Background: an optimization exercise with open tools, aiming at small area, a short achievable clock period and few clock cycles. Do not read the settings as production practice.
Only simulation tests tie the RTL to the original design; equivalence was not proved.
Power is estimated from default activity; no workload was simulated.

epsilon:
## csl_rs_decoder
module csl_rs_decoder (
    input  wire        clk,
    input  wire        rst,
    input  wire        in_valid,
    output wire        in_ready,
    input  wire [7:0]  in_data,
    input  wire        in_last,
    output wire        out_valid,
    input  wire        out_ready,
    output wire        out_uncorr,
    output wire [3:0]  out_nerr,
    output wire [63:0] out_pos,
    output wire [63:0] out_val
);
  function [7:0] gf_mul;
    input [7:0] a;
    input [7:0] b;
    integer k;
    reg [7:0] p;
    reg [7:0] s;
    begin
      p = 8'h00;
      s = a;
      for (k = 0; k < 8; k = k + 1) begin
        if (b[k]) p = p ^ s;
        s = {s[6:0], 1'b0} ^ (s[7] ? 8'h1D : 8'h00);
      end
      gf_mul = p;
    end
  endfunction
  function [3:0] g16_mul;
    input [3:0] a;
    input [3:0] b;
    reg [6:0] p;
    begin
      p = ({7{b[0]}} & {3'b000, a}) ^ ({7{b[1]}} & {2'b00, a, 1'b0}) ^
          ({7{b[2]}} & {1'b0, a, 2'b00}) ^ ({7{b[3]}} & {a, 3'b000});
      g16_mul = p[3:0] ^ {p[6:4], 1'b0} ^ {1'b0, p[6:4]};
    end
  endfunction
  function [3:0] g16_inv;
    input [3:0] a;
    begin
      case (a)
        4'h0: g16_inv = 4'h0;  4'h1: g16_inv = 4'h1;  4'h2: g16_inv = 4'h9;  4'h3: g16_inv = 4'hE;
        4'h4: g16_inv = 4'hD;  4'h5: g16_inv = 4'hB;  4'h6: g16_inv = 4'h7;  4'h7: g16_inv = 4'h6;
        4'h8: g16_inv = 4'hF;  4'h9: g16_inv = 4'h2;  4'hA: g16_inv = 4'hC;  4'hB: g16_inv = 4'h5;
        4'hC: g16_inv = 4'hA;  4'hD: g16_inv = 4'h4;  4'hE: g16_inv = 4'h3;  default: g16_inv = 4'h8;
      endcase
    end
  endfunction
  function [7:0] to_comp;
    input [7:0] x;
    begin
      to_comp = ({8{x[0]}} & 8'd1)  ^ ({8{x[1]}} & 8'd43) ^ ({8{x[2]}} & 8'd64)  ^ ({8{x[3]}} & 8'd33) ^
                ({8{x[4]}} & 8'd50) ^ ({8{x[5]}} & 8'd193) ^ ({8{x[6]}} & 8'd72) ^ ({8{x[7]}} & 8'd22);
    end
  endfunction
  function [7:0] from_comp;
    input [7:0] x;
    begin
      from_comp = ({8{x[0]}} & 8'd1)   ^ ({8{x[1]}} & 8'd78) ^ ({8{x[2]}} & 8'd153) ^ ({8{x[3]}} & 8'd68) ^
                  ({8{x[4]}} & 8'd87)  ^ ({8{x[5]}} & 8'd9)  ^ ({8{x[6]}} & 8'd4)   ^ ({8{x[7]}} & 8'd37);
    end
  endfunction
  function [7:0] gf_div;
    input [7:0] a;
  ...
For scale: ~4000 cells after synthesis, about 150 I/O pins.
Settings: LEC_CHECK=0, CAP_MARGIN=5, CORE_MARGIN=2, CORE_UTILIZATION=55, PLACE_DENSITY=0.65, SLEW_MARGIN=5; clock period 10.0 ns.
standard.sh (not shown) runs the stock make flow with config.mk's settings and CLKGATE_MAP_FILE= SYNTH_SCRIPT=/design/flow/synth_recipe.tcl, a recipe that flattens the netlist after the stock synthesis.
==> flow/flow/run.sh <==
#!/bin/bash
set -euo pipefail
bash standard.sh SETUP_SLACK_MARGIN=6.8 "BUFFER_PORTS_ARGS=-buffer_cell sky130_fd_sc_hd__buf_2" \
  "CTS_ARGS=-sink_clustering_enable -repair_clock_nets -sink_clustering_size 24 -sink_clustering_max_diameter 120 -buf_list sky130_fd_sc_hd__clkbuf_16" \
  finish > layout_make.log 2>&1
Testbench counts of epsilon, summed over its fixed seeds: cycles 72,947.
Setup changes, epsilon to alpha
-- flow/design.v --
<<< epsilon, line 133
                   BM_OPAS = 4'd6,
                   BM_OFIN = 4'd7,
                   BM_OWR  = 4'd8,
                   BM_DONE = 4'd9;
  reg [3:0]  bst;
>>> alpha, line 133
                   BM_OPAS = 4'd6,
                   BM_OFIN = 4'd7,
                   BM_DONE = 4'd9;
  reg [3:0]  bst;
<<< epsilon, line 274
        BM_FIN:  bst <= (br == 4'd15) ? ((bl == 4'd0) ? BM_DONE : BM_OPAS) : BM_DEC1;
        BM_OPAS: if (bi_oh[0]) bst <= BM_OFIN;
        BM_OFIN: bst <= BM_OWR;
        BM_OWR:  bst <= (bk + 4'd1 == bl) ? BM_DONE : BM_OPAS;
        BM_DONE: if (chien_free) bst <= BM_IDLE;
        default: bst <= BM_IDLE;
>>> alpha, line 273
        BM_FIN:  bst <= (br == 4'd15) ? ((bl == 4'd0) ? BM_DONE : BM_OPAS) : BM_DEC1;
        BM_OPAS: if (bi_oh[0]) bst <= BM_OFIN;
        BM_OFIN: bst <= (bk + 4'd1 == bl) ? BM_DONE : BM_OPAS;
        BM_DONE: if (chien_free) bst <= BM_IDLE;
        default: bst <= BM_IDLE;
<<< epsilon, line 347
        pipe  <= c_rd;
        dacc  <= dsum;
        bi_oh <= {1'b0, bi_oh[8:1]};
        ps_oh <= {ps_oh[15:0], 1'b0};
      end
      BM_OFIN: begin
        dacc  <= dsum;
      end
      BM_OWR: begin
        for (i = 0; i < 8; i = i + 1)
          if (bk_oh[i]) bs[i] <= dacc;
        bk    <= bk + 4'd1;
        bk_oh <= {bk_oh[6:0], 1'b0};
        bi_oh <= {bk_oh, 1'b0};
        ps_oh <= 17'd2;
        pipe  <= 8'h00;
        dacc  <= 8'h00;
      end
      default: ;
>>> alpha, line 345
        pipe  <= c_rd;
        dacc  <= dsum;
        if (bi_oh[0]) begin
          bi_oh <= {bk_oh, 1'b0};
          ps_oh <= 17'd2;
        end else begin
          bi_oh <= {1'b0, bi_oh[8:1]};
          ps_oh <= {ps_oh[15:0], 1'b0};
        end
      end
      BM_OFIN: begin
        for (i = 0; i < 8; i = i + 1)
          if (bk_oh[i]) bs[i] <= dsum;
        bk    <= bk + 4'd1;
        bk_oh <= {bk_oh[6:0], 1'b0};
        pipe  <= c_rd;
        dacc  <= 8'h00;
        bi_oh <= {1'b0, bi_oh[8:1]};
        ps_oh <= {ps_oh[15:0], 1'b0};
      end
      default: ;
==> summary.txt <==
- The critical path class comes out reg2reg in one run and reg2out in the other, namely in alpha and epsilon respectively.
- The non-clock buffer count in alpha sits 8.6% above the value recorded for epsilon.
- The clock slew at the register clock pins of the worst setup and hold paths on alpha is in line with that on epsilon.
- Relative to epsilon, combinational share of power has gone down in alpha.
- The capture point of the worst path comes out out_uncorr in one run and bs[7][7]$_DFFE_PP_ in the other, namely in epsilon and alpha respectively.
- Diff epsilon -> alpha: clock-buffer cell count fell 2; ratio of final minimum period to clock period rose 0.62 points; worst setup slack fell 0.062 ns; power fell about 20%; area of the mapped netlist rose about 0.3%.
Testbench counts of alpha, summed over its fixed seeds: cycles 72,854.

afterwards: timing with drivers on the ports:
No port has a modelled driver above. Below, the same layouts with a new extraction and two added sets of constraints. Step 1, drivers: a clkbuf_16 drives clk and a buf_2 each remaining input, both assumed. Step 2, shift: input delay + t, output delay - t, t = (earliest + latest rising clock arrival at the registers) / 2. This alone moves slack from input paths to output paths. Three values: ideal, step 1, step 2; two values: the first two.
run	t, ns	setup WS [ns]	hold WS [ns]
epsilon	0.682	6.847 / 6.780 / 6.828	0.452 / 0.452 / 0.452
alpha	0.670	6.785 / 6.767 / 6.781	0.451 / 0.451 / 0.451
After both steps setup and hold are still met in every run listed. The setup slack of epsilon, which loses most, moves by -0.067 ns with the drivers and by -0.019 ns with both steps.
